Background: an optimization exercise with open tools, aiming at small area. Do not read the settings as production practice.
Only simulation tests tie the RTL to the original design; equivalence was not proved.

// loop_engine
module loop_engine (
    input  wire         clk,
    input  wire         rst,             
    input  wire         start,           
    input  wire         init,            
    output wire         ready,
    output reg          done,
    input  wire         dact,            
    input  wire         d_on_pv,         
    input  wire [1:0]   nreg,            
    input  wire [1:0]   sch_src,         
    input  wire         pv_scaled,       
    input  wire [31:0]  pv_ofs,
    input  wire [15:0]  pv_scl,
    input  wire [4:0]   pv_sh,
    input  wire [1:0]   mode,            
    input  wire [1:0]   fault_act,       
    input  wire [15:0]  hold_max,
    input  wire [15:0]  man_out,
    input  wire [15:0]  out_hi,
    input  wire [15:0]  out_lo,
    input  wire [15:0]  fallback,
    input  wire [15:0]  bias,
    input  wire [15:0]  hyst,
    input  wire [15:0]  kf,
    input  wire [63:0]  re_kp,
    input  wire [15:0]  re_kp_sh,
    input  wire [63:0]  re_ki,
    input  wire [15:0]  re_ki_sh,
    input  wire [63:0]  re_kd,
    input  wire [15:0]  re_kd_sh,
    input  wire [63:0]  re_kff,
    input  wire [15:0]  re_kff_sh,
    input  wire [63:0]  re_bound,        
    input  wire [31:0]  pv_raw,
    input  wire [1:0]   pv_q,            
    input  wire [15:0]  sp_in,
    input  wire         sp_valid,
    input  wire [15:0]  ff_in,
    input  wire         ff_valid,
    input  wire [15:0]  trk_in,
    input  wire         trk_valid,
    input  wire [15:0]  sch_in,
    input  wire         sch_valid,
    input  wire [15:0]  out_ref_in,      
    output reg  [39:0]  i_acc,
    output reg  [15:0]  out,
    output reg  [15:0]  pv_last,
    output reg  [15:0]  x_prev,
    output reg  [15:0]  df,
    output reg  [15:0]  sp_eff,
    output reg  [15:0]  ff_last,
    output reg  [1:0]   region,
    output reg          sat_hi,
    output reg          sat_lo,
    output reg          in_fault,
    output reg  [1:0]   q_last,
    output reg          auto_st,
    output reg  [15:0]  bad,
    output reg          executed,        
    output reg          ev_fault,        
    output reg          ev_forced_man,   
    output reg          ev_region,       
    output reg          ev_sat           
);
    localparam [1:0] M_OFF = 2'd0, M_MANUAL = 2'd1, M_AUTO = 2'd2, M_TRACK = 2'd3;
    localparam [5:0] S_IDLE = 6'd0,
  ...
For scale: ~290 flip-flops, ~870 I/O pins, ~39000 um^2 of cells after synthesis.
==> flow/config.mk <==
export PLATFORM = sky130hd
export DESIGN_NAME = loop_engine
export DESIGN_NICKNAME = loop_engine
export VERILOG_FILES = /design/flow/design.v
export SDC_FILE = /design/flow/constraint.sdc
export NUM_CORES = 4
export LEC_CHECK = 0
export ABC_AREA = 0
export CAP_MARGIN = 10
export CORE_MARGIN = 2
export CORE_UTILIZATION = 40
export PLACE_DENSITY = 0.55
export SLEW_MARGIN = 10
==> flow/constraint.sdc <==
create_clock -name core_clock -period 180.0 [get_ports {clk}]
set_input_delay 36.0000 -clock core_clock [delete_from_list [all_inputs] [get_ports {clk}]]
set_output_delay 36.0000 -clock core_clock [all_outputs]
set_load 0.01 [all_outputs]
standard.sh (not shown) runs the stock make flow with config.mk's settings and CLKGATE_MAP_FILE= SYNTH_SCRIPT=/design/flow/synth_recipe.tcl, a recipe that flattens the netlist after the stock synthesis.
==> flow/flow/run.sh <==
#!/bin/bash
# Standard layout, with the port buffers made from the smallest buffer
# cell, the fanout buffers that ABC adds in synthesis removed at floorplan
# (timing has a wide margin), and no dummy loads added to the clock tree.
export BUFFER_PORTS_ARGS="-buffer_cell sky130_fd_sc_hd__buf_1"
export REMOVE_ABC_BUFFERS=1
export CTS_ARGS="-sink_clustering_enable -repair_clock_nets -dont_use_dummy_load -buf_list {sky130_fd_sc_hd__clkbuf_4 sky130_fd_sc_hd__clkbuf_8}"
bash standard.sh > standard.log 2>&1
The baseline produced a clean layout.
Change:
--- a/flow/flow/run.sh
+++ b/flow/flow/run.sh
@@ -7 +7 @@
-export CTS_ARGS="-sink_clustering_enable -repair_clock_nets -dont_use_dummy_load -buf_list {sky130_fd_sc_hd__clkbuf_4 sky130_fd_sc_hd__clkbuf_8}"
+export CTS_ARGS="-sink_clustering_enable -repair_clock_nets -dont_use_dummy_load -buf_list {sky130_fd_sc_hd__clkbuf_2 sky130_fd_sc_hd__clkbuf_4 sky130_fd_sc_hd__clkbuf_8}"
Settings changed: CORE_UTILIZATION 40 to 50, PLACE_DENSITY 0.55 to 0.65.
After rerunning: The changed run finished clean. First-iteration DRC count came out higher by 2.9%. Global-route usage came out higher by 5.0 points. Core utilization rises by 11 points.
Change:
--- a/flow/flow/run.sh
+++ b/flow/flow/run.sh
@@ -7 +7 @@
-export CTS_ARGS="-sink_clustering_enable -repair_clock_nets -dont_use_dummy_load -buf_list {sky130_fd_sc_hd__clkbuf_2 sky130_fd_sc_hd__clkbuf_4 sky130_fd_sc_hd__clkbuf_8}"
+export CTS_ARGS="-sink_clustering_enable -repair_clock_nets -dont_use_dummy_load -buf_list {sky130_fd_sc_hd__clkbuf_4 sky130_fd_sc_hd__clkbuf_8}"
Settings changed: CAP_MARGIN 10 to 20, CORE_UTILIZATION 50 to 40, PLACE_DENSITY 0.65 to 0.55, SLEW_MARGIN 10 to 20.
Critical path depth rises by 3.
Wire length rises by 12%.
Design area rises by 1.3%.
Cell count rises by 3.9%.
Change:
--- a/flow/flow/run.sh
+++ b/flow/flow/run.sh
@@ -7 +7 @@
-export CTS_ARGS="-sink_clustering_enable -repair_clock_nets -dont_use_dummy_load -buf_list {sky130_fd_sc_hd__clkbuf_4 sky130_fd_sc_hd__clkbuf_8}"
+export CTS_ARGS="-sink_clustering_enable -repair_clock_nets -dont_use_dummy_load -buf_list {sky130_fd_sc_hd__clkbuf_2 sky130_fd_sc_hd__clkbuf_4 sky130_fd_sc_hd__clkbuf_8}"
Settings changed: CAP_MARGIN 20 to 0, CORE_UTILIZATION 40 to 50, PLACE_DENSITY 0.55 to 0.65, SLEW_MARGIN 20 to 0.
=> Die area fell by 20%; core utilization rose by 11 points; routed wire length fell by about 11%; maximum frequency fell by about 1.3%.


Setup of the baseline:
loop_engine, a different RTL version from the one above (not shown whole).
For scale: about 6500 cells after synthesis, about 290 flip-flops, about 41000 um2 of cells after synthesis.
## loop_engine
module loop_engine (
    input  wire         clk,
    input  wire         rst,             
    input  wire         start,           
    input  wire         init,            
    output wire         ready,
    output reg          done,
    input  wire         dact,            
    input  wire         d_on_pv,         
    input  wire [1:0]   nreg,            
    input  wire [1:0]   sch_src,         
    input  wire         pv_scaled,       
    input  wire [31:0]  pv_ofs,
    input  wire [15:0]  pv_scl,
    input  wire [4:0]   pv_sh,
    input  wire [1:0]   mode,            
    input  wire [1:0]   fault_act,       
    input  wire [15:0]  hold_max,
    input  wire [15:0]  man_out,
    input  wire [15:0]  out_hi,
    input  wire [15:0]  out_lo,
    input  wire [15:0]  fallback,
    input  wire [15:0]  bias,
    input  wire [15:0]  hyst,
    input  wire [15:0]  kf,
    input  wire [63:0]  re_kp,
    input  wire [15:0]  re_kp_sh,
    input  wire [63:0]  re_ki,
    input  wire [15:0]  re_ki_sh,
    input  wire [63:0]  re_kd,
    input  wire [15:0]  re_kd_sh,
    input  wire [63:0]  re_kff,
    input  wire [15:0]  re_kff_sh,
    input  wire [63:0]  re_bound,        
    input  wire [31:0]  pv_raw,
    input  wire [1:0]   pv_q,            
    input  wire [15:0]  sp_in,
    input  wire         sp_valid,
    input  wire [15:0]  ff_in,
    input  wire         ff_valid,
    input  wire [15:0]  trk_in,
    input  wire         trk_valid,
    input  wire [15:0]  sch_in,
    input  wire         sch_valid,
    input  wire [15:0]  out_ref_in,      
    output reg  [39:0]  i_acc,
    output reg  [15:0]  out,
    output reg  [15:0]  pv_last,
    output reg  [15:0]  x_prev,
    output reg  [15:0]  df,
    output reg  [15:0]  sp_eff,
    output reg  [15:0]  ff_last,
    output reg  [1:0]   region,
    output reg          sat_hi,
    output reg          sat_lo,
    output reg          in_fault,
    output reg  [1:0]   q_last,
    output reg          auto_st,
    output reg  [15:0]  bad,
    output reg          executed,        
    output reg          ev_fault,        
    output reg          ev_forced_man,   
    output reg          ev_region,       
    output reg          ev_sat           
);
==> flow/config.mk <==
export PLATFORM = sky130hd
export DESIGN_NAME = loop_engine
export DESIGN_NICKNAME = loop_engine
export VERILOG_FILES = /design/flow/design.v
export SDC_FILE = /design/flow/constraint.sdc
export NUM_CORES = 4
export LEC_CHECK = 0
export ABC_AREA = 1
export CAP_MARGIN = 20
export CORE_MARGIN = 2
export CORE_UTILIZATION = 40
export PLACE_DENSITY = 0.55
export SLEW_MARGIN = 20
==> flow/constraint.sdc <==
create_clock -name core_clock -period 180.0 [get_ports {clk}]
set_input_delay 36.0000 -clock core_clock [delete_from_list [all_inputs] [get_ports {clk}]]
set_output_delay 36.0000 -clock core_clock [all_outputs]
set_load 0.01 [all_outputs]
==> flow/flow/run.sh <==
#!/bin/bash
# Standard layout, with the port buffers made from the smallest buffer
# cell, the fanout buffers that ABC adds in synthesis removed at floorplan
# (timing has a wide margin), and no dummy loads added to the clock tree.
export BUFFER_PORTS_ARGS="-buffer_cell sky130_fd_sc_hd__buf_1"
export REMOVE_ABC_BUFFERS=1
export CTS_ARGS="-sink_clustering_enable -repair_clock_nets -dont_use_dummy_load -buf_list {sky130_fd_sc_hd__clkbuf_4 sky130_fd_sc_hd__clkbuf_8}"
bash standard.sh > standard.log 2>&1
The baseline reached the end of the flow, and the finished layout is clean on the timing, DRC and antenna checks.
Setup changes, the baseline to the candidate
==> flow/flow/run.sh <==
#!/bin/bash
# Standard layout, with the port buffers made from the smallest buffer
# cell and no dummy loads added to balance the clock tree.
export BUFFER_PORTS_ARGS="-buffer_cell sky130_fd_sc_hd__buf_1"
export CTS_ARGS="-sink_clustering_enable -repair_clock_nets -dont_use_dummy_load"
bash standard.sh > standard.log 2>&1
[summary]
The candidate ends up with a clock buffer count that is 16 lower than in the baseline. Compared with the baseline, the candidate degrades summed area of non-filler cells in the final layout. Global-route total usage across every layer in the candidate vs the baseline: up 2.3 points. Cmp the candidate vs the baseline: post-route minimum period lower in the candidate. From the baseline to the candidate the numbers moved as follows: initial antenna violation count went up; worst-case setup slack after placement shows an increase of 0.61 ns. Per the final summary, the candidate finished and its layout is clean on timing, DRC and antenna.

what the ideal ports hide:
How much do the figures lean on ideal ports? The routed layouts below were timed once more, with nothing changed but the port constraints.
Step 1: set_driving_cell puts a clkbuf_16 on clk and a buf_2 on each other input, an assumption about the parent block.
Step 2 times the ports against the registers' clock, not the clock port: input delays grow and output delays shrink by t, the midpoint of the rising clock arrivals with the driver on.
Three values: ideal, step 1, step 2; two values: the first two.
run	t, ns	setup slack, ns	latest minus earliest clock arrival (ns)	slew at the worst register clock pin (ns)	worst slew at a driven data input, ns
the first run of note 1	0.815	120.052 / 119.959 / 119.144	0.154 / 0.155	0.08 / 0.08	0.27
the second run of note 1	0.766	119.300 / 119.347 / 118.581	0.118 / 0.118	0.08 / 0.08	0.29
the third run of note 1	0.817	120.114 / 120.014 / 119.197	0.088 / 0.088	0.08 / 0.08	0.31
the fourth run of note 1	0.766	119.300 / 119.347 / 118.581	0.118 / 0.118	0.08 / 0.08	0.29
the baseline	0.801	120.875 / 120.906 / 120.105	0.103 / 0.103	0.08 / 0.08	0.20
the candidate	0.697	121.289 / 121.321 / 120.625	0.079 / 0.079	0.07 / 0.07	0.32
After both steps setup and hold are still met in every run listed. For the third run of note 1, which loses most, drivers alone change the setup slack by -0.100 ns; drivers and shift together by -0.917 ns.
